This is an optimization exercise on Yosys and OpenROAD, whose aim is small area and a short achievable clock period, not a production implementation.
In this exercise RTL edits were held to simulation tests only and were not proved equivalent to the original.

==> flow/design.v, too long to show whole: its modules and the start of the top module <==
// module yuv_rgb: 2824 lines
// module yuv_rgb_fa: 10 lines
module yuv_rgb (
    input  wire        clk,
    input  wire        rst,
    input  wire        in_valid,
    input  wire [1:0]  in_matrix,
    input  wire        in_full,
    input  wire        in_ten,
    input  wire [9:0]  in_c0,
    input  wire [9:0]  in_c1,
    input  wire [9:0]  in_c2,
    output reg         out_valid,
    output reg  [15:0] out_r,
    output reg  [15:0] out_g,
    output reg  [15:0] out_b
);
  // ...
==> flow/flow/run.sh <==
#!/bin/bash
# The standard layout (standard.sh), with ORFS's setup repair aimed at
# TARGET_NS rather than at the clock period: the constraints are unchanged,
# only the repair works towards more slack. make's full output goes to
# make.log here; ORFS's own per-step logs are under orfs/logs.
set -euo pipefail
TARGET_NS=${TARGET_NS:-3.6}
M=$(python3 -c "print(round($FLOW_PERIOD_NS - $TARGET_NS, 3))")
bash standard.sh SETUP_SLACK_MARGIN=$M finish > make.log 2>&1
==> flow/standard.sh <==
#!/bin/bash
# synth_recipe.tcl (not shown) runs the flow's synth.tcl, then flattens the netlist and writes it again
# the make line also repeats each setting of config.mk as NAME=value (left out here)
make -C /OpenROAD-flow-scripts/flow DESIGN_CONFIG=/design/flow/config.mk WORK_HOME=/design/flow/orfs CLKGATE_MAP_FILE= SYNTH_SCRIPT=/design/flow/synth_recipe.tcl "${@:-finish}"
==> flow/config.mk <==
export PLATFORM = sky130hd
export DESIGN_NAME = yuv_rgb
export DESIGN_NICKNAME = yuv_rgb
export VERILOG_FILES = /design/flow/design.v
export SDC_FILE = /design/flow/constraint.sdc
export NUM_CORES = 4
export LEC_CHECK = 0
export ABC_AREA = 1
export CAP_MARGIN = 20
export CORE_MARGIN = 2
export CORE_UTILIZATION = 40
export SLEW_MARGIN = 20
export SYNTH_HIERARCHICAL = 1
export SYNTH_MINIMUM_KEEP_SIZE = 0
==> flow/constraint.sdc <==
create_clock -name core_clock -period 13.0 [get_ports {clk}]
set_input_delay 2.6000 -clock core_clock [delete_from_list [all_inputs] [get_ports {clk}]]
set_output_delay 2.6000 -clock core_clock [all_outputs]
set_load 0.01 [all_outputs]
==> flow_metrics.py, run 1 <==
metrics = {
    "synthesis": {
        "synth_top_family_by_area": "adder cells",
        "synthArstFlopShare_pct": 0,
        "syn_nets": 5309,
        "yosysSeqAreaShare_pct": 22.9,
    },
    "grt": {
        "grt_pass1_wl_mm": 322,
        "overflow": 0,
        "met1_usage_pct": 57.9,
        "grt_busiest_layer": "met2",
        "antenna_found_initial": 10,
    },
    "clock_tree": {
        "cts_setup_buffers": 263,
        "cts.sinks": 433,
        "cts_root_buf": "clkbuf_16",
        "htreeDepth": 2,
    },
    "worst_setup_path": {
        "worstPathBufferInverterCount": 5,
        "end_kind": "flip-flop",
        "endpoint": "qg_1441",
        "criticalPathCategory": "flip-flop to flip-flop",
        "worst_ep_required_time_ps": 13560,
        "crit_path_max_incr_delay_ps": 710,
        "r2r_slack_ps": 8920,
        "critical_path.top_delay_family": "adder cells",
    },
    "layout": {
        "sh_seq_area_pct": 17.8,
        "nClkBuffers": 65,
        "multi_input_gates": 3421,
        "buf_share_pct": 11.2,
        "seq_cell_count": 433,
    },
    "drt": {
        "antenna_left": 0,
        "wl_met1_mm": 86.9,
        "via_count": 39800,
    },
    "place": {
        "dp_slack_ps": 7570,
    },
    "status": {
        "status": "timing/DRC/antenna clean",
    },
    "die": {
        "initial_utilization_pct": 40.5,
        "taps": 1254,
    },
    "worst_hold_path": {
        "hold_end": "q_ten",
    },
}
==> run 2, diff against run 1 <==
==> flow/run.sh (new file) <==
#!/bin/bash
# synth_recipe.tcl (not shown) runs the flow's synth.tcl, then flattens the netlist and writes it again
# the make line also repeats each setting of config.mk as NAME=value (left out here)
make -C /OpenROAD-flow-scripts/flow DESIGN_CONFIG=/design/flow/config.mk WORK_HOME=/design/flow/orfs CLKGATE_MAP_FILE= SYNTH_SCRIPT=/design/flow/synth_recipe.tcl finish
removed: flow/flow/run.sh
removed: flow/standard.sh
==> run 2 against run 1 <==
  * Global-route usage shrank 1.2 points
  * Non-clock buffer count shrank 369
  * Sequential share of layout area grew 2.8 points
  * Critical path type unchanged
  * Synthesized area is the same
  * Final cell count shrank 5.9%
  * Die area is the same
  * Critical path depth is the same
  * Still clean
  * First-iteration DRC count shrank 4.9%
  * Synthesized cell count is the same
==> flow_metrics.py, run 2 <==
metrics = {
    "die": {
        "coreArea_sq_um": 93500,
        "fp-row-count": 112,
        "io_pins": 86,
        "die_width_um": 311,
        "die_h_um": 311,
        "initial_utilization_pct": 40.5,
        "die-area_sq_um": 97000,
    },
    "synthesis": {
        "avgSynthCellArea_sq_um": 8.27,
        "yosys.area.top_type_share_pct": 29.8,
        "synthTopCellsByArea": "fa_1, dfxtp_1, nand2_1",
        "ys_ff_latch": 433,
        "ys_top_cells_by_count": "nand2_1, fa_1, inv_1, dfxtp_1, nor2_1",
        "syn_nets": 5309,
        "synth_most_common_cell": "nand2_1",
        "yosysSeqAreaShare_pct": 22.9,
        "synthArstFlopShare_pct": 0,
        "yosysTopAreaCell": "fa_1",
        "yosysWarnings": 7,
        "synth_ff_type": "dfxtp_1",
        "syn_inst": 4573,
        "synth_cell_types": 37,
        "synth-edff-count": 0,
        "syn-cell-area_sq_um": 37800,
    },
    "worst_setup_path": {
        "slowest_stage": "nor2_2",
        "crit_chain": "buf_4, nor2_2, inv_2, nor2_4, inv_2, nor2_2, buf_4, inv_2, buf_4, o221ai_1, fa_1, fa_1, fa_1, fa_1",
        "crit_start": "cf10",
        "criticalPathCategory": "flip-flop to flip-flop",
        "crit_path_frequent_cell": "fa_1",
        "cp-start-kind": "flip-flop",
        "reg2reg_from": "cf10",
        "worst_ep_required_time_ps": 13580,
        "end_kind": "flip-flop",
        "cp.arrival_ps": 6660,
        "cp_max_fo": 25,
        "crit_path_max_incr_delay_ps": 890,
    },
    "clock_tree": {
        "hold_buffers": 0,
        "cts_resized": 0,
        "htreeDepth": 2,
        "cts_setup_buffers": 0,
        "cts.clk_slew.worst_paths_ps": 70,
        "cts_inserted_buffers": 51,
        "worstSkewPairLatency_ps": 710,
        "cts.sinks": 433,
        "cts_root_buf": "clkbuf_16",
        "clockBufferDepth": 3,
        "cts_tree": "built",
    },
    "sta": {
        "hold_violations": 0,
        "finalCriticalPeriod_ps": 6080,
        "skew_ps": 45.0,
        "drv_slew": 0,
        "whs_ps": 326,
        "finalCritPeriodShare_pct": 46.8,
        "tightestPinTransition_ps": 1260,
        "slew_headroom_pct": 15.8,
        "setup_viol": 0,
        "max_freq_mhz": 164,
        "rsz0062_at_grt": "no",
        "tns_ps": 0,
    },
    "status": {
        "status": "timing/DRC/antenna clean",
    },
    "layout": {
        "fin_nets": 5346,
        "top_regs": "out_b (16), out_g (16), out_r (16)",
        "final_cell_mix": "nand2_1, fa_1, inv_1, dfxtp_1, nor2_1",
        "final_common_cell": "nand2_1",
        "fin_util_pct": 45.0,
        "drive_above_1_share_pct": 6.75,
        "area.growth.synth_to_final_pct": 11.3,
        "fin_area_sq_um": 42100,
    },
    "drt": {
        "via_per_inst": 6.36,
        "wl_mm": 235,
        "route.detailed.drc": 0,
        "firstDrtPassIters": 7,
        "via_count": 37600,
        "antenna_left": 0,
        "drt_iter0_markers": 5812,
        "wl_per_cell_um": 39.8,
    },
    "worst_hold_path": {
        "hold_path.class": "flip-flop to flip-flop",
        "hold_start": "p_ten",
    },
    "grt": {
        "grt_use_total_pct": 47.8,
        "overflow": 0,
        "grt_pass1_wl_mm": 315,
        "antenna_found_initial": 15,
        "grt_pass1_vias": 36300,
        "grt_max_degree": 44,
    },
    "place": {
        "io_buffers": 85,
        "gp_congestion": 1.11,
        "placed_area_sq_um": 40200,
        "hpwl_mm": 187,
    },
    "run": {
        "maxCapViolCount": 0,
    },
}
==> run 2: changes by cell type in the layout (fill, tap and decap cells not counted), sizes merged <==
cell / before / now
buf: 525 / 113
bufbuf: 6 / 0
clkbuf: 65 / 69
clkdlybuf4s50: 35 / 85
clkinv: 26 / 21
clkinvlp: 29 / 4
diode: 11 / 10
dlymetal6s2s: 1 / 0
inv: 477 / 502
nand2: 1173 / 1171
==> run 2: per-module statistics from Yosys (local to each module, per instance) <==
module	cells inside	area (sq um)	times used	flops+latches
yuv_rgb	4010	26500	1	433
yuv_rgb_fa	1	20.0	563	0
==> run 2: cell families (layout without fill, tap and decap cells) <==
logic type / after synthesis / after routing / share of synthesized area [%]
buffers and inverters: 721 / 800 / 7.39
AOI/OAI and AO/OA: 875 / 875 / 15.5
other: 1 / 11 / 0.00992
and+or+nand+nor: 1833 / 1833 / 19.6
DFF: 433 / 433 / 22.9
adders and majority gates: 699 / 699 / 34.3
xor gates and xnor gates: 11 / 11 / 0.255
==> run 2: metal layers <==
metal | global-route usage, % | vias up | part of all wire [%] | wire length [um]
met3 | 19.2 | 954 | 13 | 30200
met1 | 57.5 | 18300 | 37 | 86600
met5 | 0 | - | 0.049 | 115
met2 | 66.9 | 3141 | 40 | 93900
li1 | - | 15200 | - | -
met4 | 39.4 | 18 | 10 | 24400
==> run 2: critical path: cells and delay by family (launching register included) <==
family / cells / cell delay, ps
fa+ha+maj: 4 / 2030
buf+inv: 6 / 1920
simple gates: 3 / 1380
compound gates: 1 / 310
flops: 1 / 290
==> run 2: final timing paths <==
path,to,slack [ps],cells past startpoint
setup / recovery,qg_1426,6920,14
hold / removal,q_ten,330,0
setup reg to reg,qg_1426,6920,14
hold reg to reg,q_ten,330,0
==> run 2: final cells by class <==
cell class                 instances  area (sq um)
antenna                           10          25.0
clock buffer                      69          1430
clock inverter                    26           380
fill                            9396         51400
inverter                         507          1910
multi-input combinational       3419         26400
sequential                       433          8680
tap                             1254          1570
timing repair buffer             198          1700
==> run 2: through the flow <==
step	std cells	setup slack (ps)
floorplan	4573	9400
global placement	5810	7570
detailed placement	5811	7530
CTS	5906	7530
global route	5906	6860
finish	5916	6920

## afterwards: timing with drivers on the ports
No port has a modelled driver above. Below, the same layouts with a new extraction and two added sets of constraints.
Step 1, drivers: a clkbuf_16 drives clk and a buf_2 each remaining input, both assumed.
Step 2, shift: input delay + t, output delay - t, t = (earliest + latest rising clock arrival at the registers) / 2. This alone moves slack from input paths to output paths.
Slacks: ideal / step 1 / step 2; pairs: ideal / step 1.
run | t (ns) | setup slack, ns | worst hold slack (ns)
run 1 | 0.760 | 8.921 / 8.921 / 8.771 | 0.327 / 0.327 / 0.327
run 2 | 0.760 | 6.921 / 6.921 / 6.921 | 0.326 / 0.326 / 0.326
After both steps every run listed still meets setup and hold. For run 1, which loses most, drivers alone change the setup slack by 0.000 ns; drivers and shift together by -0.150 ns.
